This design comes from an exercise in tuning for small area, a short achievable clock period and few clock cycles per item on the open sky130 flow, not from production work.
RTL that was checked went through simulation tests only; none was proved equivalent to the original.
For runs 1 and 2, only the layout was checked, not whether the RTL still works.

===== flow/flow/run.sh =====
#!/bin/bash
set -euo pipefail
MARGIN=${MARGIN:-8}
bash standard.sh SETUP_SLACK_MARGIN=$MARGIN finish > standard_flow.log 2>&1

===== flow/constraint.sdc =====
create_clock -name core_clock -period 12.0 [get_ports {clk}]
set_input_delay 2.4000 -clock core_clock [delete_from_list [all_inputs] [get_ports {clk}]]
set_output_delay 2.4000 -clock core_clock [all_outputs]
set_load 0.01 [all_outputs]

===== flow/config.mk =====
export PLATFORM = sky130hd
export DESIGN_NAME = aes_round_unit
export DESIGN_NICKNAME = aes_round_unit
export VERILOG_FILES = /design/flow/design.v
export SDC_FILE = /design/flow/constraint.sdc
export NUM_CORES = 4
export LEC_CHECK = 0
export CAP_MARGIN = 20
export CORE_MARGIN = 2
export CORE_UTILIZATION = 35
export PLACE_DENSITY = 0.45
export SLEW_MARGIN = 20

===== flow/design.v =====
module aes_sbox_a (
    input  wire [7:0]  a,
    output wire [7:0]  t,    
    output reg  [3:0]  di    
);
    function [3:0] gmul(input [3:0] p, input [3:0] q);
        reg [6:0] r;
        begin
            r = ({3'b0, p & {4{q[0]}}}) ^ ({2'b0, p & {4{q[1]}}, 1'b0}) ^
                ({1'b0, p & {4{q[2]}}, 2'b0}) ^ ({p & {4{q[3]}}, 3'b0});
            gmul = r[3:0] ^ {r[6:4], 1'b0} ^ {1'b0, r[6:4]};
        end
    endfunction
    assign t[0] = a[0] ^ a[5] ^ a[7];
    assign t[1] = a[2];
    assign t[2] = a[2] ^ a[3] ^ a[4] ^ a[5] ^ a[6] ^ a[7];
    assign t[3] = a[3] ^ a[4];
    assign t[4] = a[4] ^ a[5] ^ a[6];
    assign t[5] = a[1] ^ a[4] ^ a[6] ^ a[7];
    assign t[6] = a[2] ^ a[3] ^ a[5] ^ a[7];
    assign t[7] = a[5] ^ a[7];
    wire [3:0] ah = t[7:4], al = t[3:0];
    wire [3:0] ahl, alq;
    assign ahl[0] = ah[2];
    assign ahl[1] = ah[1] ^ ah[2] ^ ah[3];
    assign ahl[2] = ah[1];
    assign ahl[3] = ah[0] ^ ah[2] ^ ah[3];
    assign alq[0] = al[0] ^ al[2];
    assign alq[1] = al[2];
    assign alq[2] = al[1] ^ al[3];
    assign alq[3] = al[3];
    wire [3:0] d = ahl ^ alq ^ gmul(ah, al);
    always @(*) begin
        case (d)
            4'd0: di = 4'd0;
            4'd1: di = 4'd1;
            4'd2: di = 4'd9;
            4'd3: di = 4'd14;
            4'd4: di = 4'd13;
            4'd5: di = 4'd11;
            4'd6: di = 4'd7;
            4'd7: di = 4'd6;
            4'd8: di = 4'd15;
            4'd9: di = 4'd2;
            4'd10: di = 4'd12;
            4'd11: di = 4'd5;
            4'd12: di = 4'd10;
            4'd13: di = 4'd4;
            4'd14: di = 4'd3;
            4'd15: di = 4'd8;
            default: di = 4'd0;
        endcase
    end
endmodule
module aes_sbox_b (
    input  wire [7:0]  t,
    input  wire [3:0]  di,
    output wire [7:0]  y
);
    function [3:0] gmul(input [3:0] p, input [3:0] q);
        reg [6:0] r;
        begin
            r = ({3'b0, p & {4{q[0]}}}) ^ ({2'b0, p & {4{q[1]}}, 1'b0}) ^
                ({1'b0, p & {4{q[2]}}, 2'b0}) ^ ({p & {4{q[3]}}, 3'b0});
            gmul = r[3:0] ^ {r[6:4], 1'b0} ^ {1'b0, r[6:4]};
        end
    endfunction
    wire [3:0] ah = t[7:4], al = t[3:0];
    wire [7:0] v = {gmul(ah, di), gmul(ah ^ al, di)};
    assign y[0] = ~(v[0] ^ v[2] ^ v[6]);
    assign y[1] = ~(v[0] ^ v[1] ^ v[2] ^ v[3] ^ v[4] ^ v[5]);
    assign y[2] = (v[0] ^ v[3] ^ v[5] ^ v[6]);
    assign y[3] = (v[0] ^ v[2] ^ v[5]);
    assign y[4] = (v[0] ^ v[1] ^ v[3] ^ v[4] ^ v[5]);
    assign y[5] = ~(v[1] ^ v[2] ^ v[3] ^ v[5] ^ v[6] ^ v[7]);
    assign y[6] = ~(v[4] ^ v[6] ^ v[7]);
    assign y[7] = (v[1] ^ v[2]);
endmodule
module aes_keygen_a (
    input  wire         sub2,
    input  wire         norot,
    input  wire [255:0] win,
    output wire [31:0]  t,
    output wire [15:0]  di
);
    wire [31:0] w2 = win[191:160], w3 = win[159:128], w7 = win[31:0];
    wire [31:0] x   = sub2 ? (w2 ^ w3 ^ w7) : w7;
    wire [31:0] sin = norot ? x : {x[23:0], x[31:24]};
    genvar i;
    generate
        for (i = 0; i < 4; i = i + 1) begin : g_s
            aes_sbox_a u_s (.a(sin[31 - 8*i -: 8]), .t(t[31 - 8*i -: 8]), .di(di[15 - 4*i -: 4]));
        end
    endgenerate
endmodule
module aes_keygen_b (
    input  wire         k128,
    input  wire         k192,
    input  wire         sub2,
    input  wire         none,
    input  wire         norot,
    input  wire [7:0]   rcon,
    input  wire [255:0] win,
    input  wire [31:0]  t,
    input  wire [15:0]  di,
    output wire [127:0] g
);
    wire [31:0] w0 = win[255:224], w1 = win[223:192], w2 = win[191:160], w3 = win[159:128];
    wire [31:0] w4 = win[127:96],  w5 = win[95:64],    w6 = win[63:32],   w7 = win[31:0];
    wire [31:0] sout;
    genvar i;
    generate
        for (i = 0; i < 4; i = i + 1) begin : g_s
            aes_sbox_b u_s (.t(t[31 - 8*i -: 8]), .di(di[15 - 4*i -: 4]), .y(sout[31 - 8*i -: 8]));
        end
    endgenerate
    wire [31:0] s = sout ^ {norot ? 8'h00 : rcon, 24'h0};
    wire [31:0] b0 = k128 ? w4 : k192 ? w2 : w0;
    wire [31:0] b1 = k128 ? w5 : k192 ? w3 : w1;
    wire [31:0] b2 = k128 ? w6 : k192 ? w4 : w2;
    wire [31:0] b3 = k128 ? w7 : k192 ? w5 : w3;
    wire [31:0] p1 = b0 ^ b1;
    wire [31:0] g0 = b0 ^ (sub2 || none ? w7 : s);
    wire [31:0] g1 = p1 ^ (sub2 || none ? w7 : s);
    wire [31:0] g2 = sub2 ? (b2 ^ s) : (p1 ^ b2 ^ (none ? w7 : s));
    wire [31:0] g3 = sub2 ? (b2 ^ b3 ^ s) : (p1 ^ b2 ^ b3 ^ (none ? w7 : s));
    assign g = {g0, g1, g2, g3};
endmodule
module aes_round_unit (
    input  wire         clk,
    input  wire         rst,         
    input  wire         in_valid,
    output wire         in_ready,
    input  wire [1:0]   in_ksize,    
    input  wire [255:0] in_key,      
    input  wire [127:0] in_block,
    output wire         out_valid,
    input  wire         out_ready,
    output wire [127:0] out_block
);
    reg         s_busy, s_done, s_first, s_last, s_k128, s_k192, s_sub2, s_none, s_norot;
    reg [3:0]   s_left;
    reg [7:0]   s_rc;
    reg         p_busy, p_done, p_first, p_last, p_k128, p_k192, p_sub2, p_none, p_norot;
    reg [3:0]   p_left;
    reg [7:0]   p_rc;
    reg [127:0] st;              
    reg [255:0] ks;              
    reg [127:0] pt;              
    reg [63:0]  pd;              
    reg [255:0] kp;              
    reg [31:0]  pkt;             
    reg [15:0]  pkd;
    reg         out_valid_r, out_sel_r, in_ready_r;
    assign out_valid = out_valid_r;
    assign out_block = out_sel_r ? st : pt;
    assign in_ready  = in_ready_r;
    wire deliver_s = out_sel_r && out_ready;                     
    wire deliver_p = out_valid_r && !out_sel_r && out_ready;     
    wire accept    = in_ready_r && in_valid;
    function [7:0] xtime(input [7:0] b);
        xtime = {b[6:0], 1'b0} ^ (b[7] ? 8'h1b : 8'h00);
    endfunction
    function [31:0] mix_corr(input [31:0] col);
        reg [7:0] a0, a1, a2, a3, t;
        begin
            {a0, a1, a2, a3} = col;
            t = a0 ^ a1 ^ a2 ^ a3;
            mix_corr = {t ^ xtime(a0 ^ a1), t ^ xtime(a1 ^ a2),
                        t ^ xtime(a2 ^ a3), t ^ xtime(a3 ^ a0)};
        end
    endfunction
    wire [127:0] s_t;
    wire [63:0]  s_d;
    genvar i;
    generate
        for (i = 0; i < 16; i = i + 1) begin : g_sa
            aes_sbox_a u_sa (.a(st[127 - 8*i -: 8]), .t(s_t[127 - 8*i -: 8]), .di(s_d[63 - 4*i -: 4]));
        end
    endgenerate
    wire [31:0] s_kt;
    wire [15:0] s_kd;
    aes_keygen_a u_ka (.sub2(s_sub2), .norot(s_norot), .win(ks), .t(s_kt), .di(s_kd));
    wire [127:0] sb;
    generate
        for (i = 0; i < 16; i = i + 1) begin : g_sb
            aes_sbox_b u_sb (.t(pt[127 - 8*i -: 8]), .di(pd[63 - 4*i -: 4]), .y(sb[127 - 8*i -: 8]));
        end
    endgenerate
    wire [127:0] g;
    aes_keygen_b u_kb (.k128(p_k128), .k192(p_k192), .sub2(p_sub2), .none(p_none), .norot(p_norot),
                       .rcon(p_rc), .win(kp), .t(pkt), .di(pkd), .g(g));
    wire [127:0] rk = p_k128 ? g : p_k192 ? {kp[63:0], g[127:64]} : kp[127:0];
    reg [127:0] sr;
    reg [127:0] mc;
    integer c, r;
    always @(*) begin
        for (c = 0; c < 4; c = c + 1)
            for (r = 0; r < 4; r = r + 1)
                sr[127 - 8*(4*c + r) -: 8] = sb[127 - 8*(4*((c + r) % 4) + r) -: 8];
        for (c = 0; c < 4; c = c + 1)
            mc[127 - 32*c -: 32] = sr[127 - 32*c -: 32] ^
                                   (mix_corr(sr[127 - 32*c -: 32]) & {32{!p_last}});
    end
    wire [127:0] round_out = mc ^ rk;
    wire in_k128 = (in_ksize == 2'd0);
    wire in_k192 = (in_ksize == 2'd1);
    wire [255:0] win_init = {in_key[255:192],
                             in_k192 ? in_key[255:192] : in_key[191:128],
                             in_k128 ? in_key[255:128] : in_k192 ? in_key[191:64] : in_key[127:0]};
    wire p_rc_used = !(p_none || p_norot);
    reg  s_busy_n, s_done_n, s_first_n;
    wire p_busy_n  = s_busy;
    wire p_done_n  = s_done && !deliver_s;
    wire p_first_n = s_first || deliver_p;
    always @(*) begin
        if (p_busy) begin
            s_busy_n  = !p_last;
            s_done_n  = p_last;
            s_first_n = p_first || deliver_s;
        end else if (p_done) begin
            s_busy_n  = 1'b0;
            s_done_n  = !deliver_p;
            s_first_n = p_first || deliver_s;
        end else begin
            s_busy_n  = accept;
            s_done_n  = 1'b0;
            s_first_n = !(s_busy || (s_done && !deliver_s));
        end
    end
    always @(posedge clk) begin
        if (p_busy) begin
            st <= round_out;
            ks <= {kp[127:0], g};
        end else begin
            st <= p_done ? pt : (in_block ^ in_key[255:128]);
            ks <= win_init;
        end
        if (p_busy) begin
            s_k128  <= p_k128;
            s_k192  <= p_k192;
            s_sub2  <= p_k192 && !p_sub2 && !p_none;
            s_none  <= p_sub2;
            s_norot <= !p_k128 && !p_k192 && !p_norot;
            s_left  <= p_left - 4'd1;
            s_last  <= (p_left == 4'd1);
            s_rc    <= p_rc_used ? xtime(p_rc) : p_rc;
        end else begin
            s_k128  <= in_k128;
            s_k192  <= in_k192;
            s_sub2  <= 1'b0;
            s_none  <= 1'b0;
            s_norot <= 1'b0;
            s_left  <= in_k128 ? 4'd9 : in_k192 ? 4'd11 : 4'd13;
            s_last  <= 1'b0;
            s_rc    <= 8'h01;
        end
    end
    always @(posedge clk) begin
        pt      <= s_done ? st : s_t;
        pd      <= s_d;
        kp      <= ks;
        pkt     <= s_kt;
        pkd     <= s_kd;
        p_k128  <= s_k128;
        p_k192  <= s_k192;
        p_sub2  <= s_sub2;
        p_none  <= s_none;
        p_norot <= s_norot;
        p_left  <= s_left;
        p_last  <= s_last;
        p_rc    <= s_rc;
    end
    always @(posedge clk) begin
        if (rst) begin
            s_busy      <= 1'b0;
            s_done      <= 1'b0;
            p_busy      <= 1'b0;
            p_done      <= 1'b0;
            out_valid_r <= 1'b0;
            out_sel_r   <= 1'b0;
            in_ready_r  <= 1'b1;
        end else begin
            s_busy      <= s_busy_n;
            s_done      <= s_done_n;
            s_first     <= s_first_n;
            p_busy      <= p_busy_n;
            p_done      <= p_done_n;
            p_first     <= p_first_n;
            out_valid_r <= (s_done_n && s_first_n) || (p_done_n && p_first_n);
            out_sel_r   <= s_done_n && s_first_n;
            in_ready_r  <= !p_busy_n && !p_done_n;
        end
    end
endmodule

===== flow/standard.sh =====
#!/bin/bash
# synth_recipe.tcl (not shown) runs the flow's synth.tcl, then flattens the netlist and writes it again
# the make line also repeats each setting of config.mk as NAME=value (left out here)
make -C /OpenROAD-flow-scripts/flow DESIGN_CONFIG=/design/flow/config.mk WORK_HOME=/design/flow/orfs CLKGATE_MAP_FILE= SYNTH_SCRIPT=/design/flow/synth_recipe.tcl "${@:-finish}"

==> results.toml, run 1 <==
[timing]
finalSetupViolCount = 0
final-hold-violation-count = 0
setup-tns-final_ns = 0
fin_crit_ns = 4.664
fmax_ghz = 0.2144
rsz0062_at_grt = "true"
finalCritPeriodShare_pct = 38.87
slew_headroom_pct = 18.72
skew_ns = 0.04438
final-max-slew-violation-count = 0
worst-slew-pin-transition_ns = 1.219
layout_setup_ws_ns = 7.336

[hold_path]
min_delay_path_depth = 0
hold_path.class = "reg2reg"
hold_path_end = "kp[250]$_DFF_P_"
hp-start = "ks[250]$_DFF_P_"

[critical_path]
required_ns = 9.60
endpoint_kind = "output port"
r2r-start = "pt[24]$_DFF_P_"
rr_worst_depth = 13
critical_path.startpoint = "out_sel_r$_SDFF_PP0_"
timing.rr.end = "st[27]$_DFF_P_"
crit_type = "reg2out"
crit_fanout = 7
r2r_slack_ns = 8.00
cp-start-kind = "flip-flop"
worstPathArrival_ns = 2.26

[placed_design]
place_congestion = 0.9606
io_buffers = 519
dp_slack_ns = 6.160
hpwl_um = 278400

[global_routing]
grt_first_pass_wirelength_um = 517100
gr-total-overflow = 0
grt_pass1_vias = 68836
gr-usage-met2_pct = 44.43
grt_max_degree = 181
antenna_found_initial = 26
groute.usage.overall_pct = 29.97
gr-max-usage-layer = "met2"
grtUsageMet1_pct = 42.64
use_met3_pct = 3.928

[clock_network]
cts_tree = "done"
cts_inserted_buffers = 117
clock_sinks = 925
clk_pin_slew_ns = 0.06
clockBufferDepth = 3
clk-insertion-delay-late_ns = 0.80
root_buffer = "clkbuf_16"
htreeDepth = 3

[logic_synthesis]
synthCells = 10076
syn_area_um2 = 82120
syn_area_per_cell_um2 = 8.150
ys.flop_type = "dfxtp_1"
synth_cell_type_count = 90
ys.warnings.count = 3
syn_nets = 10608
seq_area_frac_synth_pct = 22.58
synth_enable_flop_cells = 2
synth-seq-cells = 925
synthArstFlopShare_pct = 0

[final_layout]
nNetsFinal = 10921
register_area_um2 = 19090
multi_input_comb_area_um2 = 66270
layout_commonest_cell = "nand2_1"
drive_above_1_share_pct = 20.20
final_cell_mix = "nand2_1, xnor2_1, nor2_1"
area_delta_synth_final_pct = 26.83
fill_cells = 22789

[status]
status = "complete, no violations"

[detailed_routing]
postRouteAntennaNets = 0
via_per_inst = 5.479
drt_iter0_markers = 7441
wl_per_cell_um = 27.57
drc = 0
dr.pass1.iters = 6
vias = 74651
wl_um = 375600

[die]
core_um2 = 233000
die_x_um = 488.4
die_h_um = 488.4
row_count = 177
dieArea_um2 = 238500
start_util_pct = 35.25
io_pins = 520

[job]
cap_violations = 0
[per-layer routing]
layer,wire length [um],up-vias
met2,159300,2900
met1,167400,36563
met5,70,-
met4,21030,10
met3,27790,519
li1,-,34659
[worst max-delay path: stages, from the launching register on]
cell     delay, ns
dfxtp_4       0.40
buf_12        0.17
buf_12        0.12
buf_16        0.14
buf_8         0.13
mux2_4        0.34
buf_6         0.13
[worst max-delay path by stage]
stage	end	slack, ns
3_5_place_dp	st[26]$_DFF_P_	6.16
6_report	out_block[16]	7.34
5_1_grt	out_block[89]	7.31
3_3_place_gp	st[26]$_DFF_P_	5.81
4_1_cts	out_block[14]	7.22
2_1_floorplan	ks[154]$_DFF_P_	7.91
[cells in the mapped netlist, types with 19 or more instances]
cell,n,area share [%]
clkbuf_1,542,2.5
o31ai_1,22,0.20
nor3b_1,47,0.43
a22oi_1,40,0.37
nand2_1,1219,5.6
mux2_2,240,3.3
ha_1,142,2.2
nand3b_1,20,0.18
o22ai_1,52,0.40
xnor2_2,19,0.38
a211oi_1,209,1.9
or3_1,35,0.27
nand3_1,77,0.47
a221oi_1,47,0.50
mux2i_1,557,6.8
or2_2,20,0.15
nor3_1,72,0.44
a21oi_1,852,5.2
buf_2,75,0.46
dfxtp_1,923,23
xor3_1,38,1.1
a31oi_1,42,0.32
o21ai_0,565,3.4
clkinv_1,20,0.091
o21a_1,22,0.20
o211ai_1,36,0.33
o221ai_1,35,0.37
nand2b_1,77,0.59
buf_1,141,0.64
nor2b_1,95,0.72
xnor3_1,223,6.1
xnor2_1,1446,15
nor2_1,964,4.4
inv_1,145,0.66
xor2_1,674,7.2
[metrics by stage]
step	util (%)	hold WS, ns	std cells	cell area, um2
global route	44.70	0.3033	13621	104100
floorplan	-	0.3096	10076	82150
finish	44.70	0.2976	13624	104100
global placement	38.33	0.3096	13073	89290
CTS	42.67	0.3020	13457	99410
detailed placement	38.36	0.3118	13077	89370
[registers in the layout, indices dropped and copies added (netlist names), 4 cells and up]
signal  count
pkd        16
s_left      4
pt        128
p_rc        8
st        128
pkt        32
ks        256
pd         64
kp        256
s_rc        8
p_left      4
[layout make-up]
cell class	instances	area share, %
multi-input combinational	8201	63.63
clock buffer	162	3.246
timing repair buffer	975	9.603
sequential	925	18.33
timing repair inverter	3	0.04205
tap	3132	3.763
clock inverter	56	0.7317
inverter	166	0.6452
antenna	4	0.009611
[kinds of logic (layout without fill, tap and decap cells)]
kind of cell / Yosys count / in the layout / share of synthesized area (%)
simple gates: 2692 / 2693 / 13.78
xor+xnor: 2431 / 2431 / 31.01
compound gates: 2107 / 2107 / 15.21
buf+inv: 951 / 1362 / 4.567
flops: 925 / 925 / 22.58
mux: 813 / 813 / 10.51
fa+ha+maj: 157 / 157 / 2.346
other cells: 0 / 4 / 0
[repair_timing]
item / in CTS / in global routing
hold endpoints to repair: 0 / 0
gates resized for setup: 1272 / 830
setup endpoints to repair: 383 / 339
pin swaps: 103 / 152
cloned: 16 / 10
hold buffers: 0 / 0
setup buffers: 146 / 153
==> inputs of run 2 (changes only) <==
--- a/flow/design.v
+++ b/flow/design.v
@@ -151,13 +151,15 @@
     reg [255:0] kp;              
     reg [31:0]  pkt;             
     reg [15:0]  pkd;
-    reg         out_valid_r, out_sel_r, in_ready_r;
-    assign out_valid = out_valid_r;
-    assign out_block = out_sel_r ? st : pt;
+    reg [127:0] ob;
+    reg         ov;
+    reg         in_ready_r;
+    assign out_valid = ov;
+    assign out_block = ob;
     assign in_ready  = in_ready_r;
-    wire deliver_s = out_sel_r && out_ready;                     
-    wire deliver_p = out_valid_r && !out_sel_r && out_ready;     
-    wire accept    = in_ready_r && in_valid;
+    wire ob_free = !ov || out_ready;
+    wire handoff = s_done && s_first && ob_free;     
+    wire accept  = in_ready_r && in_valid;
     function [7:0] xtime(input [7:0] b);
         xtime = {b[6:0], 1'b0} ^ (b[7] ? 8'h1b : 8'h00);
     endfunction
@@ -210,22 +212,21 @@
                              in_k128 ? in_key[255:128] : in_k192 ? in_key[191:64] : in_key[127:0]};
     wire p_rc_used = !(p_none || p_norot);
     reg  s_busy_n, s_done_n, s_first_n;
-    wire p_busy_n  = s_busy;
-    wire p_done_n  = s_done && !deliver_s;
-    wire p_first_n = s_first || deliver_p;
+    wire p_busy_n = s_busy;
+    wire p_done_n = s_done && !handoff;
     always @(*) begin
         if (p_busy) begin
             s_busy_n  = !p_last;
             s_done_n  = p_last;
-            s_first_n = p_first || deliver_s;
+            s_first_n = p_first || handoff;
         end else if (p_done) begin
             s_busy_n  = 1'b0;
-            s_done_n  = !deliver_p;
-            s_first_n = p_first || deliver_s;
+            s_done_n  = 1'b1;
+            s_first_n = p_first || handoff;
         end else begin
             s_busy_n  = accept;
             s_done_n  = 1'b0;
-            s_first_n = !(s_busy || (s_done && !deliver_s));
+            s_first_n = !(s_busy || p_done_n);
         end
     end
     always @(posedge clk) begin
@@ -272,24 +273,25 @@
         p_rc    <= s_rc;
     end
     always @(posedge clk) begin
+        if (handoff) ob <= st;
+    end
+    always @(posedge clk) begin
         if (rst) begin
-            s_busy      <= 1'b0;
-            s_done      <= 1'b0;
-            p_busy      <= 1'b0;
-            p_done      <= 1'b0;
-            out_valid_r <= 1'b0;
-            out_sel_r   <= 1'b0;
-            in_ready_r  <= 1'b1;
-        end else begin
-            s_busy      <= s_busy_n;
-            s_done      <= s_done_n;
-            s_first     <= s_first_n;
-            p_busy      <= p_busy_n;
-            p_done      <= p_done_n;
-            p_first     <= p_first_n;
-            out_valid_r <= (s_done_n && s_first_n) || (p_done_n && p_first_n);
-            out_sel_r   <= s_done_n && s_first_n;
-            in_ready_r  <= !p_busy_n && !p_done_n;
-        end
-    end
-endmodule
+            s_busy     <= 1'b0;
+            s_done     <= 1'b0;
+            p_busy     <= 1'b0;
+            p_done     <= 1'b0;
+            ov         <= 1'b0;
+            in_ready_r <= 1'b1;
+        end else begin
+            s_busy     <= s_busy_n;
+            s_done     <= s_done_n;
+            s_first    <= s_first_n;
+            p_busy     <= p_busy_n;
+            p_done     <= p_done_n;
+            p_first    <= s_first;
+            ov         <= handoff || (ov && !out_ready);
+            in_ready_r <= !p_busy_n && !p_done_n;
+        end
+    end
+endmodule
==> flow/flow/run.sh (replaced) <==
#!/bin/bash
set -euo pipefail
MARGIN=8
here=$(pwd)
rm -rf "$here/scripts"
cp -r "$FLOW_HOME/scripts" "$here/scripts"
cp "$here/flow/abc.script" "$here/scripts/abc_area.script"
bash standard.sh ABC_AREA=1 SCRIPTS_DIR="$here/scripts" SETUP_SLACK_MARGIN=$MARGIN finish > standard_flow.log 2>&1
==> flow/flow/abc.script (new file) <==
strash
dc2
&get -n
&dch -f
&nf -R 1000
&put
topo
stime -c
buffer -c
upsize -c
dnsize -c
==> results.toml, run 2 <==
[final_layout]
layout_commonest_cell = "nand2_1"
drive_above_1_share_pct = 21.89
biggestRegsByFlops = "kp (256), ks (256)"
final_cell_mix = "nand2_1, xnor2_1, dfxtp_1"
final_area_um2 = 93970
area_delta_synth_final_pct = 34.76
stdcell_count = 11654
nNetsFinal = 9434

[clock_network]
cts_tree = "done"
clk_pin_slew_ns = 0.06
cts_hold_buf = 0
clockBufferDepth = 3
clk-insertion-delay-late_ns = 0.83
htreeDepth = 4
cts_inserted_buffers = 133
root_buffer = "clkbuf_16"
clock_sinks = 1052

[timing]
fmax_ghz = 0.2388
slew_headroom_pct = 25.08
worst-slew-pin-transition_ns = 1.118
final-hold-violation-count = 0
finalSetupViolCount = 0
skew_ns = 0.06135
setup-tns-final_ns = 0
fin_crit_ns = 4.187
hold_slack_ns = 0.3119
rsz0062_at_grt = "true"
final-max-slew-violation-count = 0
layout_setup_ws_ns = 7.813
finalCritPeriodShare_pct = 34.89

[placed_design]
dp_slack_ns = 6.389
hpwl_um = 252600
place_congestion = 0.9595
post_dp_cell_area_um2 = 77240
io_buffers = 519
dp_cells = 10963

[job]
cap_violations = 0

[critical_path]
crit_type = "in2reg"
cp-start-kind = "primary input"
timing.rr.end = "st[113]$_DFF_P_"
rr_worst_depth = 20
r2r_slack_ns = 7.93
required_ns = 12.72
crit_fanout = 48
r2r-start = "pkt[20]$_DFF_P_"
worstPathArrival_ns = 4.91
endpoint_kind = "flip-flop"

[detailed_routing]
vias = 62387
wl_per_cell_um = 28.67
dr.pass1.iters = 8
via_per_inst = 5.353
drc = 0
wl_um = 334200
drt_iter0_markers = 5875
postRouteAntennaNets = 0

[logic_synthesis]
synth_area_leader_cell = "dfxtp_1"
synth_xor_xnor_area_share_pct = 31.07
synth_top_area_share_pct = 26.47
yosys.cell_count.top_type = "xnor2_1"
synth_fa_ha_area_share_pct = 2.735
synth_enable_flop_cells = 130
seq_area_frac_synth_pct = 32.07
synth_common_cells = "xnor2_1, nand2_1, xor2_1"
syn_area_um2 = 69730
synthArstFlopShare_pct = 0
netlist_top_cells_area = "dfxtp_1, xnor2_1, xor2_1, nand2_1, edfxtp_1"
ys.warnings.count = 3
synth_top_family_by_area = "XOR/XNOR gates"
synth_compound_area_share_pct = 17.80
ys.flop_type = "dfxtp_1"
synthSimpleGateAreaFrac_pct = 9.945
synth-seq-cells = 1052
syn_area_per_cell_um2 = 8.532
synthCells = 8173
syn_nets = 8705
synth_cell_type_count = 65
synth_mux_area_share_pct = 3.235

[die]
die_h_um = 450.3
start_util_pct = 35.28
dieArea_um2 = 202800
row_count = 163
core_um2 = 197600
die_x_um = 450.3
io_pins = 520

[global_routing]
gr-usage-met2_pct = 50.50
grt_first_pass_wirelength_um = 455100
antenna_found_initial = 15
grt_max_degree = 144
grtUsageMet1_pct = 40.28
groute.usage.overall_pct = 31.33
gr-max-usage-layer = "met2"
use_met3_pct = 4.564
grt_pass1_vias = 58651
gr-total-overflow = 0

[hold_path]
hp-start = "ks[56]$_DFF_P_"
hold_path.class = "reg2reg"
min_delay_path_depth = 0
hold_path_end = "kp[56]$_DFF_P_"

[status]
status = "complete, no violations"
==> run 2: per-stage QoR <==
stage,util [%]
after floorplan,-
final,47.55
after global placement,39.08
after detailed placement,39.08
after global routing,47.54
after CTS,44.47
==> run 2: timing repair <==
item	in CTS	in global routing
pin swaps	164	309
gates resized for setup	851	695
setup endpoints to repair	522	245
cloned	7	5
setup buffers	205	227
==> run 2: how the worst max path moves through the flow <==
stage,start,end,slack (ns),cells after the start
4_1_cts,pt[30]$_DFF_P_,st[25]$_DFF_P_,7.75,16
5_1_grt,pkd[10]$_DFF_P_,st[113]$_DFF_P_,7.78,18
3_3_place_gp,out_ready,ob[123]$_DFFE_PP_,6.40,6
6_report,in_ksize[0],ks[67]$_DFF_P_,7.81,7
3_5_place_dp,out_ready,ob[123]$_DFFE_PP_,6.39,6
2_1_floorplan,out_ready,ob[0]$_DFFE_PP_,7.09,3
==> run 2: area by class of cell <==
type | count | area, um2
fillers | 18882 | 103700
diodes | 7 | 17.52
inverters | 101 | 409.1
clock buffers | 179 | 3816
repair inverters | 1 | 5.005
well taps | 2640 | 3303
repair buffers | 1042 | 9777
multi-input cells | 6571 | 53300
clock inverters | 61 | 724.4
flip-flops and latches | 1052 | 22610
==> run 2: metal layers <==
metal | share of wire (%) | routed length [um] | up-vias
li1 | - | - | 28775
met1 | 41 | 138100 | 30817
met4 | 6.8 | 22710 | 6
met2 | 46 | 153400 | 2221
met5 | 0.012 | 40 | -
met3 | 6.0 | 19960 | 568
==> run 2: critical path, stage by stage <==
cell             delay [ns]
clkdlybuf4s15_1        0.84
nor2b_4                0.32
buf_4                  0.36
buf_6                  0.49
a221o_1                0.24
a21oi_1                0.04
a21oi_1                0.13
==> run 2: logic make-up after synthesis <==
| group | after synthesis |
|---|---|
| buf+inv | 556 |
| mux | 206 |
| compound gates | 2073 |
| flops | 1052 |
| fa+ha+maj | 155 |
| simple gates | 1743 |
| xor+xnor | 2388 |
==> inputs of run 3 (changes only) <==
--- a/flow/design.v
+++ b/flow/design.v
@@ -77,19 +77,14 @@
     assign y[7] = (v[1] ^ v[2]);
 endmodule
 module aes_keygen_a (
-    input  wire         sub2,
-    input  wire         norot,
-    input  wire [255:0] win,
+    input  wire [31:0]  x,
     output wire [31:0]  t,
     output wire [15:0]  di
 );
-    wire [31:0] w2 = win[191:160], w3 = win[159:128], w7 = win[31:0];
-    wire [31:0] x   = sub2 ? (w2 ^ w3 ^ w7) : w7;
-    wire [31:0] sin = norot ? x : {x[23:0], x[31:24]};
     genvar i;
     generate
         for (i = 0; i < 4; i = i + 1) begin : g_s
-            aes_sbox_a u_s (.a(sin[31 - 8*i -: 8]), .t(t[31 - 8*i -: 8]), .di(di[15 - 4*i -: 4]));
+            aes_sbox_a u_s (.a(x[31 - 8*i -: 8]), .t(t[31 - 8*i -: 8]), .di(di[15 - 4*i -: 4]));
         end
     endgenerate
 endmodule
@@ -146,6 +141,7 @@
     reg [7:0]   p_rc;
     reg [127:0] st;              
     reg [255:0] ks;              
+    reg [31:0]  kx;              
     reg [127:0] pt;              
     reg [63:0]  pd;              
     reg [255:0] kp;              
@@ -153,13 +149,13 @@
     reg [15:0]  pkd;
     reg [127:0] ob;
     reg         ov;
-    reg         in_ready_r;
+    reg         in_ready_r, hp_r, hs_r;
     assign out_valid = ov;
     assign out_block = ob;
     assign in_ready  = in_ready_r;
-    wire ob_free = !ov || out_ready;
-    wire handoff = s_done && s_first && ob_free;     
-    wire accept  = in_ready_r && in_valid;
+    wire hand_p = hp_r;      
+    wire hand_s = hs_r;      
+    wire accept = in_ready_r && in_valid;
     function [7:0] xtime(input [7:0] b);
         xtime = {b[6:0], 1'b0} ^ (b[7] ? 8'h1b : 8'h00);
     endfunction
@@ -182,7 +178,7 @@
     endgenerate
     wire [31:0] s_kt;
     wire [15:0] s_kd;
-    aes_keygen_a u_ka (.sub2(s_sub2), .norot(s_norot), .win(ks), .t(s_kt), .di(s_kd));
+    aes_keygen_a u_ka (.x(kx), .t(s_kt), .di(s_kd));
     wire [127:0] sb;
     generate
         for (i = 0; i < 16; i = i + 1) begin : g_sb
@@ -210,19 +206,28 @@
     wire [255:0] win_init = {in_key[255:192],
                              in_k192 ? in_key[255:192] : in_key[191:128],
                              in_k128 ? in_key[255:128] : in_k192 ? in_key[191:64] : in_key[127:0]};
+    wire        nx_sub2  = p_k192 && !p_sub2 && !p_none;
+    wire        nx_norot = !p_k128 && !p_k192 && !p_norot;
+    wire [31:0] nx       = g[31:0] ^ (nx_sub2 ? (kp[63:32] ^ kp[31:0]) : 32'd0);
+    wire [31:0] kx_next  = nx_norot ? nx : {nx[23:0], nx[31:24]};
+    wire [31:0] kx_lw    = in_k128 ? in_key[159:128] : in_k192 ? in_key[95:64] : in_key[31:0];
+    wire [31:0] kx_init  = {kx_lw[23:0], kx_lw[31:24]};
     wire p_rc_used = !(p_none || p_norot);
     reg  s_busy_n, s_done_n, s_first_n;
-    wire p_busy_n = s_busy;
-    wire p_done_n = s_done && !handoff;
+    wire p_busy_n  = s_busy;
+    wire p_done_n  = s_done && !hand_s;
+    wire p_first_n = s_first || hand_p;
+    wire ov_n      = hand_p || hand_s || (ov && !out_ready);
+    wire p_run     = p_busy && !hand_p;      
     always @(*) begin
-        if (p_busy) begin
+        if (p_run) begin
             s_busy_n  = !p_last;
             s_done_n  = p_last;
-            s_first_n = p_first || handoff;
+            s_first_n = p_first || hand_s;
         end else if (p_done) begin
             s_busy_n  = 1'b0;
             s_done_n  = 1'b1;
-            s_first_n = p_first || handoff;
+            s_first_n = p_first || hand_s;
         end else begin
             s_busy_n  = accept;
             s_done_n  = 1'b0;
@@ -230,19 +235,21 @@
         end
     end
     always @(posedge clk) begin
-        if (p_busy) begin
+        if (p_run) begin
             st <= round_out;
             ks <= {kp[127:0], g};
+            kx <= kx_next;
         end else begin
             st <= p_done ? pt : (in_block ^ in_key[255:128]);
             ks <= win_init;
+            kx <= kx_init;
         end
-        if (p_busy) begin
+        if (p_run) begin
             s_k128  <= p_k128;
             s_k192  <= p_k192;
-            s_sub2  <= p_k192 && !p_sub2 && !p_none;
+            s_sub2  <= nx_sub2;
             s_none  <= p_sub2;
-            s_norot <= !p_k128 && !p_k192 && !p_norot;
+            s_norot <= nx_norot;
             s_left  <= p_left - 4'd1;
             s_last  <= (p_left == 4'd1);
             s_rc    <= p_rc_used ? xtime(p_rc) : p_rc;
@@ -273,7 +280,8 @@
         p_rc    <= s_rc;
     end
     always @(posedge clk) begin
-        if (handoff) ob <= st;
+        if (hand_p)      ob <= round_out;
+        else if (hand_s) ob <= st;
     end
     always @(posedge clk) begin
         if (rst) begin
@@ -282,6 +290,8 @@
             p_busy     <= 1'b0;
             p_done     <= 1'b0;
             ov         <= 1'b0;
+            hp_r       <= 1'b0;
+            hs_r       <= 1'b0;
             in_ready_r <= 1'b1;
         end else begin
             s_busy     <= s_busy_n;
@@ -289,9 +299,11 @@
             s_first    <= s_first_n;
             p_busy     <= p_busy_n;
             p_done     <= p_done_n;
-            p_first    <= s_first;
-            ov         <= handoff || (ov && !out_ready);
-            in_ready_r <= !p_busy_n && !p_done_n;
+            p_first    <= p_first_n;
+            ov         <= ov_n;
+            hp_r       <= p_busy_n && s_last && p_first_n && !ov_n;
+            hs_r       <= s_done_n && s_first_n && !ov_n;
+            in_ready_r <= (!p_busy_n && !p_done_n) || (p_busy_n && s_last && p_first_n && !ov_n);
         end
     end
 endmodule
--- a/flow/flow/run.sh
+++ b/flow/flow/run.sh
@@ -1,6 +1,6 @@
 #!/bin/bash
 set -euo pipefail
-MARGIN=8
+MARGIN=8.5
 here=$(pwd)
 rm -rf "$here/scripts"
 cp -r "$FLOW_HOME/scripts" "$here/scripts"
==> results.toml, run 3 <==
[global_routing]
grt_pass1_vias = 64232
groute.usage.overall_pct = 31.61
grt_max_degree = 133
antenna_found_initial = 11
grt_first_pass_wirelength_um = 476200
gr-total-overflow = 0

[die]
row_count = 166
start_util_pct = 35.12
core_um2 = 204200
dieArea_um2 = 208500
die_x_um = 456.6
io_pins = 520
die_h_um = 456.6

[logic_synthesis]
ys.flop_type = "dfxtp_1"
netlist_top_cells_area = "dfxtp_1, xnor2_1, xor2_1, nand2_1, edfxtp_1"
synth_top_area_share_pct = 26.69
syn_nets = 9249
yosys.cell_count.top_type = "xnor2_1"
synth_common_cells = "xnor2_1, nand2_1, dfxtp_1"
syn_area_um2 = 71690
ys.warnings.count = 3
synth_cell_type_count = 60
syn_area_per_cell_um2 = 8.225
synth_area_leader_cell = "dfxtp_1"
synthArstFlopShare_pct = 0
synthCells = 8717
seq_area_frac_synth_pct = 32.14
synth_enable_flop_cells = 130
synth-seq-cells = 1086

[final_layout]
fin_util_pct = 54.24
multi_input_comb_area_um2 = 63090
area_delta_synth_final_pct = 54.48
register_area_um2 = 23610
stdcell_count = 12745
nNetsFinal = 10470
layout_commonest_cell = "nand2_1"
biggestRegsByFlops = "kp (256), ks (256)"
final_cell_mix = "nand2_1, xnor2_1, nor2_1"
fill_cells = 17602
drive_above_1_share_pct = 36.28

[clock_network]
cts_inserted_buffers = 135
clk_pin_slew_ns = 0.06
root_buffer = "clkbuf_16"
htreeDepth = 4
cts_hold_buf = 0
cts_tree = "done"
clock_sinks = 1086
clockBufferDepth = 3
clk-insertion-delay-late_ns = 0.81

[job]
cap_violations = 0

[critical_path]
crit_type = "reg2reg"
path_cells = "xor2_4 > nand2_1 > xnor2_1 > xnor2_1 > xnor2_2 > xnor2_2 > xor2_1 > buf_4 > xnor2_4 > buf_6 > nand2_1 > o21ai_4 > buf_4 > xor2_2 > buf_12 > nand2_1 > o21ai_0 > a21oi_1 > xnor2_2 > a21oi_1"
endpoint_kind = "flip-flop"
slowest_stage = "a21oi_1"
path_delay_family = "XOR/XNOR gates"
slowest_delay_ns = 0.43
crit_fanout = 5
required_ns = 12.51
crit_buf_inv = 4
cp-start-kind = "flip-flop"
worstPathArrival_ns = 4.62

[status]
status = "complete, no violations"

[timing]
layout_setup_ws_ns = 7.889
worst-slew-pin-transition_ns = 1.186
finalCritPeriodShare_pct = 34.26
slew_headroom_pct = 20.56
finalSetupViolCount = 0
hold_slack_ns = 0.3085
fin_crit_ns = 4.111
final-max-slew-violation-count = 0
rsz0062_at_grt = "true"
final-hold-violation-count = 0
setup-tns-final_ns = 0
fmax_ghz = 0.2433
skew_ns = 0.04314

[detailed_routing]
wl_per_cell_um = 27.40
dr.pass1.iters = 9
postRouteAntennaNets = 0
drc = 0
vias = 68178
wl_um = 349200
via_per_inst = 5.349
drt_iter0_markers = 7240

[placed_design]
dp_cells = 11458
hpwl_um = 247900
dp_slack_ns = 6.332
place_congestion = 0.9683
io_buffers = 519

[hold_path]
hold_path.class = "reg2reg"
run 3: what timing repair did:
action,4_1_cts,5_1_grt
setup endpoints to repair,665,518
gates cloned,16,0
hold endpoints to repair,0,0
resized for setup,2679,1037
setup buffers,679,336
pin swaps,814,806
run 3: final cells by class:
class                   instances  share of cell area [%]
clock inverters                60                  0.6270
clock buffers                 189                   3.473
well taps                    2688                   3.037
repair buffers               1635                   14.22
multi-input cells            6983                   56.97
flip-flops and latches       1086                   21.32
diodes                          7                 0.01582
inverters                      97                  0.3355
run 3: cell families after synthesis:
logic type | Yosys count | synth area share (%)
AO/OA/AOI/OAI | 1840 | 15.79
XOR/XNOR | 2537 | 31.91
adder cells (fa/ha/maj) | 154 | 2.646
buffers and inverters | 654 | 3.447
flip-flops | 1086 | 32.14
multiplexers | 65 | 1.014
AND/OR/NAND/NOR | 2381 | 13.06
run 3: routing by layer:
| layer | track usage [%] | part of all wire [%] |
|---|---|---|
| met3 | 5.458 | 7.8 |
| met2 | 48.56 | 44 |
| met4 | 21.04 | 8.2 |
| met5 | 0 | 0.0057 |
| met1 | 40.69 | 40 |
run 3: per-stage QoR:
step / area (um2)
5_1_grt: 110700
4_1_cts: 102000
6_report: 110800
3_3_place_gp: 79270
3_5_place_dp: 79340
2_1_floorplan: 72040
run 3: worst paths after layout:
| kind | startpoint | endpoint | slack, ns | cells past startpoint |
|---|---|---|---|---|
| worst min-delay path | ks[68]$_DFF_P_ | kp[68]$_DFF_P_ | 0.31 | 0 |
| worst max-delay path | pkt[12]$_DFF_P_ | ob[45]$_DFFE_PP_ | 7.89 | 20 |
| worst max register to register | pkt[12]$_DFF_P_ | ob[45]$_DFFE_PP_ | 7.89 | 20 |
| worst min register to register | ks[68]$_DFF_P_ | kp[68]$_DFF_P_ | 0.31 | 0 |
run 3: worst reg2reg max path: stages (launching register included):
cell     delay (ns)
dfxtp_4        0.39
xor2_4         0.21
nand2_1        0.10
xnor2_1        0.15
xnor2_1        0.27
xnor2_2        0.17
xnor2_2        0.16
xor2_1         0.22
buf_4          0.21
xnor2_4        0.11
buf_6          0.13
nand2_1        0.10
o21ai_4        0.09
buf_4          0.19
xor2_2         0.18
buf_12         0.19
nand2_1        0.08
o21ai_0        0.10
a21oi_1        0.43
xnor2_2        0.24
a21oi_1        0.12
Testbench counts of run 3, summed over its fixed seeds: cycles 14,936, items 1,224.
==> inputs of run 4 (changes only) <==
--- a/flow/design.v
+++ b/flow/design.v
@@ -1,80 +1,72 @@
-module aes_sbox_a (
-    input  wire [7:0]  a,
-    output wire [7:0]  t,    
-    output reg  [3:0]  di    
-);
+module aes_sbox_a (input wire [7:0] a, output wire [7:0] t, output reg [3:0] di);
     function [3:0] gmul(input [3:0] p, input [3:0] q);
-        reg [6:0] r;
+        reg [6:0] r; integer i, j;
         begin
-            r = ({3'b0, p & {4{q[0]}}}) ^ ({2'b0, p & {4{q[1]}}, 1'b0}) ^
-                ({1'b0, p & {4{q[2]}}, 2'b0}) ^ ({p & {4{q[3]}}, 3'b0});
-            gmul = r[3:0] ^ {r[6:4], 1'b0} ^ {1'b0, r[6:4]};
+            r = 7'd0;
+            for (i = 0; i < 4; i = i + 1) for (j = 0; j < 4; j = j + 1) r[i+j] = r[i+j] ^ (p[i] & q[j]);
+            gmul = {r[3] ^ r[4], r[2] ^ r[4], r[1] ^ r[4] ^ r[6], r[0] ^ r[4] ^ r[5]};
         end
     endfunction
-    assign t[0] = a[0] ^ a[5] ^ a[7];
-    assign t[1] = a[2];
-    assign t[2] = a[2] ^ a[3] ^ a[4] ^ a[5] ^ a[6] ^ a[7];
-    assign t[3] = a[3] ^ a[4];
-    assign t[4] = a[4] ^ a[5] ^ a[6];
-    assign t[5] = a[1] ^ a[4] ^ a[6] ^ a[7];
-    assign t[6] = a[2] ^ a[3] ^ a[5] ^ a[7];
-    assign t[7] = a[5] ^ a[7];
+    assign t[0] = a[0] ^ a[3];
+    assign t[1] = a[1] ^ a[3] ^ a[7];
+    assign t[2] = a[1] ^ a[3] ^ a[4] ^ a[5] ^ a[6];
+    assign t[3] = a[3] ^ a[4] ^ a[5];
+    assign t[4] = a[1] ^ a[5] ^ a[7];
+    assign t[5] = a[1] ^ a[2] ^ a[3] ^ a[4] ^ a[5] ^ a[6];
+    assign t[6] = a[1] ^ a[4] ^ a[6] ^ a[7];
+    assign t[7] = a[2] ^ a[3];
     wire [3:0] ah = t[7:4], al = t[3:0];
     wire [3:0] ahl, alq;
     assign ahl[0] = ah[2];
-    assign ahl[1] = ah[1] ^ ah[2] ^ ah[3];
-    assign ahl[2] = ah[1];
-    assign ahl[3] = ah[0] ^ ah[2] ^ ah[3];
+    assign ahl[1] = ah[0];
+    assign ahl[2] = ah[3];
+    assign ahl[3] = ah[1];
     assign alq[0] = al[0] ^ al[2];
-    assign alq[1] = al[2];
-    assign alq[2] = al[1] ^ al[3];
-    assign alq[3] = al[3];
+    assign alq[1] = al[2] ^ al[3];
+    assign alq[2] = al[1] ^ al[2];
+    assign alq[3] = al[2];
     wire [3:0] d = ahl ^ alq ^ gmul(ah, al);
     always @(*) begin
         case (d)
             4'd0: di = 4'd0;
             4'd1: di = 4'd1;
-            4'd2: di = 4'd9;
-            4'd3: di = 4'd14;
-            4'd4: di = 4'd13;
-            4'd5: di = 4'd11;
-            4'd6: di = 4'd7;
-            4'd7: di = 4'd6;
-            4'd8: di = 4'd15;
-            4'd9: di = 4'd2;
-            4'd10: di = 4'd12;
-            4'd11: di = 4'd5;
-            4'd12: di = 4'd10;
-            4'd13: di = 4'd4;
-            4'd14: di = 4'd3;
-            4'd15: di = 4'd8;
+            4'd2: di = 4'd15;
+            4'd3: di = 4'd10;
+            4'd4: di = 4'd8;
+            4'd5: di = 4'd6;
+            4'd6: di = 4'd5;
+            4'd7: di = 4'd9;
+            4'd8: di = 4'd4;
+            4'd9: di = 4'd7;
+            4'd10: di = 4'd3;
+            4'd11: di = 4'd14;
+            4'd12: di = 4'd13;
+            4'd13: di = 4'd12;
+            4'd14: di = 4'd11;
+            4'd15: di = 4'd2;
             default: di = 4'd0;
         endcase
     end
 endmodule
-module aes_sbox_b (
-    input  wire [7:0]  t,
-    input  wire [3:0]  di,
-    output wire [7:0]  y
-);
+module aes_sbox_b (input wire [7:0] t, input wire [3:0] di, output wire [7:0] y);
     function [3:0] gmul(input [3:0] p, input [3:0] q);
-        reg [6:0] r;
+        reg [6:0] r; integer i, j;
         begin
-            r = ({3'b0, p & {4{q[0]}}}) ^ ({2'b0, p & {4{q[1]}}, 1'b0}) ^
-                ({1'b0, p & {4{q[2]}}, 2'b0}) ^ ({p & {4{q[3]}}, 3'b0});
-            gmul = r[3:0] ^ {r[6:4], 1'b0} ^ {1'b0, r[6:4]};
+            r = 7'd0;
+            for (i = 0; i < 4; i = i + 1) for (j = 0; j < 4; j = j + 1) r[i+j] = r[i+j] ^ (p[i] & q[j]);
+            gmul = {r[3] ^ r[4], r[2] ^ r[4], r[1] ^ r[4] ^ r[6], r[0] ^ r[4] ^ r[5]};
         end
     endfunction
     wire [3:0] ah = t[7:4], al = t[3:0];
     wire [7:0] v = {gmul(ah, di), gmul(ah ^ al, di)};
-    assign y[0] = ~(v[0] ^ v[2] ^ v[6]);
-    assign y[1] = ~(v[0] ^ v[1] ^ v[2] ^ v[3] ^ v[4] ^ v[5]);
-    assign y[2] = (v[0] ^ v[3] ^ v[5] ^ v[6]);
-    assign y[3] = (v[0] ^ v[2] ^ v[5]);
-    assign y[4] = (v[0] ^ v[1] ^ v[3] ^ v[4] ^ v[5]);
-    assign y[5] = ~(v[1] ^ v[2] ^ v[3] ^ v[5] ^ v[6] ^ v[7]);
+    assign y[0] = ~(v[0] ^ v[1] ^ v[5] ^ v[7]);
+    assign y[1] = ~(v[0] ^ v[3] ^ v[6]);
+    assign y[2] = (v[0] ^ v[1] ^ v[3] ^ v[4] ^ v[6] ^ v[7]);
+    assign y[3] = (v[0] ^ v[1] ^ v[7]);
+    assign y[4] = (v[0] ^ v[1] ^ v[2] ^ v[3] ^ v[6] ^ v[7]);
+    assign y[5] = ~(v[2] ^ v[3] ^ v[4] ^ v[6] ^ v[7]);
     assign y[6] = ~(v[4] ^ v[6] ^ v[7]);
-    assign y[7] = (v[1] ^ v[2]);
+    assign y[7] = (v[1] ^ v[5] ^ v[7]);
 endmodule
 module aes_keygen_a (
     input  wire [31:0]  x,
--- a/flow/flow/run.sh
+++ b/flow/flow/run.sh
@@ -1,6 +1,6 @@
 #!/bin/bash
 set -euo pipefail
-MARGIN=8.5
+MARGIN=7.5
 here=$(pwd)
 rm -rf "$here/scripts"
 cp -r "$FLOW_HOME/scripts" "$here/scripts"
==> results.toml, run 4 <==
[status]
status = "complete, no violations"

[die]
start_util_pct = 35.11
dieArea_um2 = 203500
core_um2 = 199200
die_x_um = 451.1
die_h_um = 451.1
io_pins = 520
row_count = 164

[critical_path]
crit_fanout = 5
slowest_delay_ns = 0.89
crit_buf_inv = 4
path_delay_family = "XOR/XNOR gates"
crit_type = "reg2reg"
slowest_stage = "a222oi_1"
r2r-start = "pkt[31]$_DFF_P_"
endpoint_kind = "flip-flop"
required_ns = 12.57
worstPathArrival_ns = 5.04
critical_path.startpoint = "pkt[31]$_DFF_P_"
path_cells = "nand2_1 > xor2_2 > xnor2_2 > xor2_1 > buf_4 > xnor2_4 > xnor2_4 > xnor2_4 > xnor2_2 > buf_6 > buf_4 > nand2_1 > o21ai_0 > xnor2_2 > a222oi_1 > xnor2_1 > buf_4 > mux2_2"
cp-start-kind = "flip-flop"

[final_layout]
fill_cells = 19750
nNetsFinal = 9341
drive_above_1_share_pct = 10.84
final_area_um2 = 86620
layout_commonest_cell = "nand2_1"
fin_util_pct = 43.47
final_cell_mix = "nand2_1, xnor2_1, dfxtp_1"
stdcell_count = 11581
biggestRegsByFlops = "kp (256), ks (256)"
area_delta_synth_final_pct = 23.81

[detailed_routing]
vias = 61558
dr.pass1.iters = 13
via_per_inst = 5.315
drt_iter0_markers = 7069
wl_per_cell_um = 29.16
drc = 0
postRouteAntennaNets = 0
wl_um = 337600

[timing]
fmax_ghz = 0.2236
rsz0062_at_grt = "true"
setup-tns-final_ns = 0
finalSetupViolCount = 0
worst-slew-pin-transition_ns = 1.133
finalCritPeriodShare_pct = 37.27
hold_slack_ns = 0.3020
skew_ns = 0.04174
fin_crit_ns = 4.472
layout_setup_ws_ns = 7.528
slew_headroom_pct = 24.44
final-hold-violation-count = 0
final-max-slew-violation-count = 0

[clock_network]
clk-insertion-delay-late_ns = 0.83
clockBufferDepth = 3
cts_inserted_buffers = 137
clock_sinks = 1086
htreeDepth = 4
root_buffer = "clkbuf_16"
cts_hold_buf = 0
cts_tree = "done"
clk_pin_slew_ns = 0.06

[global_routing]
antenna_found_initial = 9
gr-total-overflow = 0
groute.usage.overall_pct = 32.02
grt_max_degree = 142
grt_pass1_vias = 58690
grt_first_pass_wirelength_um = 464200

[hold_path]
hold_path.class = "reg2reg"
hp-start = "ks[102]$_DFF_P_"

[logic_synthesis]
syn_area_per_cell_um2 = 8.288
seq_area_frac_synth_pct = 32.93
ys.flop_type = "dfxtp_1"
synthCells = 8442
synth_area_leader_cell = "dfxtp_1"
netlist_top_cells_area = "dfxtp_1, xnor2_1, xor2_1, nand2_1, edfxtp_1"
ys.warnings.count = 3
syn_nets = 8974
synthArstFlopShare_pct = 0
synth_top_area_share_pct = 27.35
yosys.cell_count.top_type = "xnor2_1"
synth-seq-cells = 1086
syn_area_um2 = 69960
synth_enable_flop_cells = 130
synth_cell_type_count = 52
synth_common_cells = "xnor2_1, nand2_1, dfxtp_1"

[placed_design]
place_congestion = 0.9703
post_dp_cell_area_um2 = 77660
io_buffers = 519
dp_cells = 11227
dp_slack_ns = 6.436
hpwl_um = 262200

[job]
cap_violations = 0
## run 4: cell count changes in the layout (fill, tap and decap cells not counted), moves of 191 or more
cell | previous run | this run
buf_4 | 710 | 161
buf_6 | 299 | 2
dfxtp_1 | 730 | 925
xnor2_1 | 882 | 1375
xnor2_2 | 615 | 233
xor2_1 | 396 | 813
xor2_4 | 205 | 14
## run 4: cell type report
type / count / area, um2 / area share (%)
Clock buffer: 196 / 3968 / 4.580
Inverter: 157 / 594.3 / 0.6861
Timing Repair Buffer: 702 / 6850 / 7.908
Clock inverter: 54 / 735.7 / 0.8493
Multi-Input combinational cell: 6725 / 48030 / 55.45
Tap cell: 2656 / 3323 / 3.836
Sequential cell: 1086 / 23110 / 26.68
Antenna cell: 5 / 12.51 / 0.01444
## run 4: kinds of logic after synthesis
| family | Yosys count | share of synthesized area (%) |
|---|---|---|
| adder cells (fa/ha/maj) | 142 | 2.539 |
| multiplexers | 55 | 0.9085 |
| AND/OR/NAND/NOR | 2225 | 12.30 |
| flip-flops | 1086 | 32.93 |
| buffers and inverters | 635 | 3.443 |
| XOR/XNOR | 2569 | 32.96 |
| AO/OA/AOI/OAI | 1730 | 14.91 |
## run 4: what timing repair did
action,4_1_cts,5_1_grt
setup endpoints to repair,235,254
cloned,1,4
pin swaps,25,66
resized for setup,230,283
buffers inserted,31,63
## run 4: worst paths after layout
check / endpoint / slack (ns) / cells past startpoint
worst max-delay path: ob[26]$_DFFE_PP_ / 7.53 / 18
worst max register to register: ob[26]$_DFFE_PP_ / 7.53 / 18
worst min-delay path: kp[102]$_DFF_P_ / 0.30 / 0
worst min register to register: kp[102]$_DFF_P_ / 0.30 / 0
## run 4: per-layer routing
metal,wire length (um),up-vias,track usage [%]
met1,140600,30132,40.97
met4,27510,6,21.96
met3,19620,560,4.476
met2,149800,2279,49.84
li1,-,28581,-
met5,41,-,0
Testbench counts of run 4, summed over its fixed seeds: cycles 14,936, items 1,224.
==> inputs of run 5 (changes only) <==
--- a/flow/flow/run.sh
+++ b/flow/flow/run.sh
@@ -1,6 +1,6 @@
 #!/bin/bash
 set -euo pipefail
-MARGIN=7.5
+MARGIN=7
 here=$(pwd)
 rm -rf "$here/scripts"
 cp -r "$FLOW_HOME/scripts" "$here/scripts"
==> results.toml, run 5 <==
[status]
status = "complete, no violations"

[critical_path]
required_ns = 12.54
r2r_slack_ns = 6.78
cp-start-kind = "flip-flop"
crit_fanout = 97
rr_worst_depth = 11
cp_common_cell = "xnor2_1"
timing.rr.end = "ob[31]$_DFFE_PP_"
r2r-start = "p_k192$_DFF_P_"
worstPathArrival_ns = 5.76
slowest_stage = "o21ai_0"
crit_type = "reg2reg"
path_depth = 11
crit_buf_inv = 1
endpoint = "ob[31]$_DFFE_PP_"
path_cells = "or2_4 > buf_12 > o21bai_1 > xor2_1 > xnor2_1 > xnor2_1 > o21ai_0 > xnor2_1 > a21oi_1 > xnor2_1 > a21oi_1"
critical_path.startpoint = "p_k192$_DFF_P_"
slowest_delay_ns = 1.02
path_delay_family = "compound AO/OA/AOI/OAI gates"
endpoint_kind = "flip-flop"

[timing]
rsz0062_at_grt = "true"
worst-slew-pin-transition_ns = 1.338
final-max-slew-violation-count = 0
final-hold-violation-count = 0
finalSetupViolCount = 0
setup-tns-final_ns = 0
skew_ns = 0.04398
fin_crit_ns = 5.219
finalCritPeriodShare_pct = 43.49
slew_headroom_pct = 9.886
fmax_ghz = 0.1916

[logic_synthesis]
seq_area_frac_synth_pct = 32.93
synthCells = 8442
synth_common_cells = "xnor2_1, nand2_1, dfxtp_1"
ys.flop_type = "dfxtp_1"
syn_area_um2 = 69960
syn_area_per_cell_um2 = 8.288
synth_top_area_share_pct = 27.35
netlist_top_cells_area = "dfxtp_1, xnor2_1, xor2_1, nand2_1, edfxtp_1"
syn_nets = 8974
yosys.cell_count.top_type = "xnor2_1"
synth_area_leader_cell = "dfxtp_1"
synth-seq-cells = 1086
synth_cell_type_count = 52
ys.warnings.count = 3
synth_enable_flop_cells = 130
synthArstFlopShare_pct = 0

[placed_design]
hpwl_um = 262200
place_congestion = 0.9703
io_buffers = 519
dp_cells = 11227

[detailed_routing]
wl_per_cell_um = 29.04
wl_um = 333800
postRouteAntennaNets = 0
vias = 61023
via_per_inst = 5.310
dr.pass1.iters = 13
drc = 0
drt_iter0_markers = 6633

[global_routing]
gr-total-overflow = 0
groute.usage.overall_pct = 31.86
antenna_found_initial = 6
grt_pass1_vias = 58346
grt_first_pass_wirelength_um = 462100
grt_max_degree = 142

[final_layout]
fill_cells = 20027
layout_commonest_cell = "xnor2_1"
multi_input_comb_area_um2 = 45450
final_cell_mix = "xnor2_1, nand2_1, dfxtp_1"
nNetsFinal = 9252
fin_util_pct = 41.73
drive_above_1_share_pct = 6.432
area_delta_synth_final_pct = 18.85
register_area_um2 = 23060
stdcell_count = 11492
biggestRegsByFlops = "kp (256), ks (256)"

[die]
row_count = 164
start_util_pct = 35.11
die_h_um = 451.1
dieArea_um2 = 203500
die_x_um = 451.1
core_um2 = 199200
io_pins = 520

[clock_network]
root_buffer = "clkbuf_16"
cts_inserted_buffers = 137
clock_sinks = 1086
cts_tree = "done"
cts_hold_buf = 0
clockBufferDepth = 3
htreeDepth = 4
clk_pin_slew_ns = 0.06
clk-insertion-delay-late_ns = 0.83

[job]
cap_violations = 0

[hold_path]
hold_path.class = "reg2reg"
-- run 5: cell counts after synthesis --
No cell type changed its count.
-- run 5: timing repair --
| action | CTS | global route |
|---|---|---|
| setup endpoints to repair | 69 | 104 |
| gates resized for setup | 34 | 72 |
| setup buffers | 0 | 10 |
| pin swaps | 1 | 5 |
-- run 5: worst min-delay path by stage --
| stage | startpoint | endpoint | slack (ns) | cells after the start |
|---|---|---|---|---|
| 2_1_floorplan | ks[0]$_DFF_P_ | kp[0]$_DFF_P_ | 0.31 | 0 |
| 3_3_place_gp | ks[92]$_DFF_P_ | kp[92]$_DFF_P_ | 0.31 | 0 |
| 3_5_place_dp | ks[236]$_DFF_P_ | kp[236]$_DFF_P_ | 0.31 | 0 |
| 4_1_cts | ks[102]$_DFF_P_ | kp[102]$_DFF_P_ | 0.30 | 0 |
| 5_1_grt | ks[33]$_DFF_P_ | kp[33]$_DFF_P_ | 0.31 | 0 |
| 6_report | ks[102]$_DFF_P_ | kp[102]$_DFF_P_ | 0.30 | 0 |
-- run 5: metal layers --
metal | GRT usage (%) | part of all wire (%) | wire, um
met1 | 40.81 | 42 | 139700
met2 | 49.97 | 45 | 148600
met3 | 4.189 | 5.7 | 18920
met4 | 21.31 | 7.9 | 26530
met5 | 0 | 0.0021 | 7
-- run 5: final cells by class --
cell class | count | area share, %
clock inverter | 54 | 0.8848
inverter | 157 | 0.7118
clock buffer | 196 | 4.772
sequential | 1086 | 27.73
timing repair buffer | 617 | 7.229
antenna | 5 | 0.01505
tap | 2656 | 3.997
multi-input combinational | 6721 | 54.66
-- run 5: logic make-up (layout without fill, tap and decap cells) --
logic type,count (synthesis),in the layout,share of synthesized area (%)
adder cells (fa/ha/maj),142,142,2.539
XOR/XNOR,2569,2569,32.96
multiplexers,55,55,0.9085
flip-flops,1086,1086,32.93
buffers and inverters,635,1024,3.443
other,0,5,0
AO/OA/AOI/OAI,1730,1730,14.91
AND/OR/NAND/NOR,2225,2225,12.30
-- run 5: through the flow --
stage | cell area, um2 | setup WS, ns | hold WS (ns)
after floorplan | 69960 | 8.121 | 0.3096
after detailed placement | 77660 | 6.436 | 0.3121
after global routing | 83140 | 6.833 | 0.3106
after global placement | 77610 | 6.381 | 0.3096
final | 83150 | 6.781 | 0.3020
after CTS | 82590 | 6.879 | 0.3034
==> inputs of run 6 (changes only) <==
--- a/flow/flow/run.sh
+++ b/flow/flow/run.sh
@@ -1,6 +1,6 @@
 #!/bin/bash
 set -euo pipefail
-MARGIN=7
+MARGIN=8
 here=$(pwd)
 rm -rf "$here/scripts"
 cp -r "$FLOW_HOME/scripts" "$here/scripts"
==> results.toml, run 6 <==
[critical_path]
cp_common_cell = "xnor2_2"
cp-start-kind = "flip-flop"
path_cells = "nand2_1 > xor2_2 > xnor2_2 > xor2_2 > xnor2_2 > xnor2_2 > xnor2_4 > xnor2_2 > buf_6 > o21ai_2 > xnor2_1 > o21ai_2 > xnor2_2 > a222oi_1 > xnor2_1 > buf_4 > mux2_4"
slowest_stage = "a222oi_1"
slowest_delay_ns = 0.85
endpoint_kind = "flip-flop"
rr_worst_depth = 17
crit_buf_inv = 2
required_ns = 12.57
r2r_slack_ns = 7.67

[timing]
final-hold-violation-count = 0
worst-slew-pin-transition_ns = 1.202
skew_ns = 0.04111
finalCritPeriodShare_pct = 36.07
rsz0062_at_grt = "true"
final-max-slew-violation-count = 0
setup-tns-final_ns = 0
finalSetupViolCount = 0
fin_crit_ns = 4.328

[placed_design]
place_congestion = 0.9703
io_buffers = 519

[detailed_routing]
wl_um = 347300
postRouteAntennaNets = 0
wl_per_cell_um = 29.30
via_per_inst = 5.334
drc = 0
dr.pass1.iters = 13
vias = 63234

[logic_synthesis]
syn_nets = 8974
ys.flop_type = "dfxtp_1"
synth_top_area_share_pct = 27.35
synth-seq-cells = 1086
syn_area_um2 = 69960
yosys.cell_count.top_type = "xnor2_1"
ys.warnings.count = 3
synthCells = 8442
synth_enable_flop_cells = 130
syn_area_per_cell_um2 = 8.288

[clock_network]
cts_tree = "done"
htreeDepth = 4
clk_pin_slew_ns = 0.06
clk-insertion-delay-late_ns = 0.83
cts_inserted_buffers = 137
clock_sinks = 1086
root_buffer = "clkbuf_16"
clockBufferDepth = 3

[job]
cap_violations = 0

[final_layout]
layout_commonest_cell = "nand2_1"
nNetsFinal = 9619
final_cell_mix = "nand2_1, xnor2_1, dfxtp_1"
biggestRegsByFlops = "kp (256), ks (256)"
area_delta_synth_final_pct = 34.29

[hold_path]
hp-start = "ks[102]$_DFF_P_"
hold_path.class = "reg2reg"
min_delay_path_depth = 0
hold_path_end = "kp[102]$_DFF_P_"

[die]
dieArea_um2 = 203500
core_um2 = 199200
io_pins = 520
row_count = 164
die_x_um = 451.1
start_util_pct = 35.11

[global_routing]
antenna_found_initial = 7
grt_max_degree = 120
gr-total-overflow = 0
grtUsageMet1_pct = 41.88
grt_first_pass_wirelength_um = 475600

[status]
status = "complete, no violations"
==> run 6: cell count changes in the layout (fill, tap and decap cells not counted), sizes merged <==
| cell | delta |
|---|---|
| clkdlybuf4s15 | +28 |
| diode | -3 |
| nor2b | +1 |
| bufbuf | +5 |
| clkdlybuf4s50 | -131 |
| nand2 | +1 |
| or2 | +2 |
| dlygate4sd2 | +88 |
| clkbuf | +1 |
| buf | +371 |
| nor2 | +1 |
==> run 6: layer usage <==
metal / part of all wire, % / wire (um) / up-vias
met2: 44 / 154100 / 2387
li1: - / - / 29036
met1: 41 / 141600 / 31202
met4: 8.7 / 30100 / 0
met5: 0 / 0 / -
met3: 6.2 / 21510 / 609
==> run 6: final cells by class <==
cell class                      count  area, um2
Antenna cell                        2      5.005
Clock buffer                      196       3968
Clock inverter                     54      735.7
Fill cell                       19113     105300
Inverter                          157      596.8
Multi-Input combinational cell   6726      52710
Sequential cell                  1086      23300
Tap cell                         2656       3323
Timing Repair Buffer              979       9310
==> run 6: how the worst max path moves through the flow <==
| stage | from | endpoint | cells past startpoint |
|---|---|---|---|
| global placement | pkt[29]$_DFF_P_ | ob[24]$_DFFE_PP_ | 15 |
| finish | pkd[14]$_DFF_P_ | ob[26]$_DFFE_PP_ | 17 |
| CTS | pkt[29]$_DFF_P_ | ob[26]$_DFFE_PP_ | 19 |
| floorplan | in_ksize[1] | ks[128]$_DFF_P_ | 7 |
| detailed placement | pkt[31]$_DFF_P_ | ob[24]$_DFFE_PP_ | 15 |
| global route | pkd[14]$_DFF_P_ | ob[26]$_DFFE_PP_ | 17 |
==> run 6: worst reg2reg max path: cells and delay by family, from the launching register on <==
kind | cells | cell delay, ns
mux | 1 | 0.25
xor+xnor | 10 | 1.96
simple gates | 1 | 0.11
buf+inv | 2 | 0.35
compound gates | 3 | 1.04
flops | 1 | 0.39
==> run 6: timing repair <==
item,CTS,global route
hold buffers,0,0
buffers inserted,199,167
resized for setup,1002,503
hold endpoints to repair,0,0
endpoints found under the setup margin,567,291
cloned,10,1
pin swaps,180,196
==> run 6: kinds of logic after synthesis <==
| logic type | Yosys count | synth area share (%) |
|---|---|---|
| DFF | 1086 | 32.93 |
| xor gates and xnor gates | 2569 | 32.96 |
| AOI/OAI and AO/OA | 1730 | 14.91 |
| muxes | 55 | 0.9085 |
| and+or+nand+nor | 2225 | 12.30 |
| adders and majority gates | 142 | 2.539 |
| buffers and inverters | 635 | 3.443 |
==> run 6: metrics by stage <==
step	instances	cell area (um2)	setup WS [ns]	util [%]
6_report	11856	93950	7.672	47.15
5_1_grt	11855	93950	7.631	47.15
4_1_cts	11686	89220	7.825	44.78
3_5_place_dp	11227	77660	6.436	38.98
3_3_place_gp	11225	77610	6.381	38.95
2_1_floorplan	8442	69960	8.121	-

==> separate check: timing with driven ports <==
How much do the figures lean on ideal ports? The routed layouts below were timed once more, with nothing changed but the port constraints.
Step 1 (the two cells are an assumption about what drives the block):
set clk [get_ports {clk}]
set_driving_cell -lib_cell sky130_fd_sc_hd__clkbuf_16 $clk
set_driving_cell -lib_cell sky130_fd_sc_hd__buf_2 [delete_from_list [all_inputs] $clk]
Step 2 also shifts input and output timing later by t, the mid clock arrival at the registers, as if the neighbouring blocks saw the same clock.
Slacks: no drivers / after step 1 / after step 2; pairs: no drivers / after step 1.
run	t, ns	slack for setup (ns)	hold slack, ns
run 1	0.879	7.336 / 7.236 / 7.161	0.298 / 0.298 / 0.298
run 2	0.897	7.813 / 7.879 / 6.982	0.312 / 0.312 / 0.312
run 3	0.881	7.889 / 7.889 / 7.584	0.309 / 0.309 / 0.309
run 4	0.909	7.528 / 7.432 / 6.791	0.302 / 0.302 / 0.302
run 5	0.905	6.781 / 6.781 / 6.442	0.302 / 0.302 / 0.302
run 6	0.901	7.672 / 7.672 / 7.108	0.304 / 0.304 / 0.304
After both steps every run listed still meets setup and hold. For run 2, which loses most, drivers alone change the setup slack by +0.066 ns; drivers and shift together by -0.831 ns.
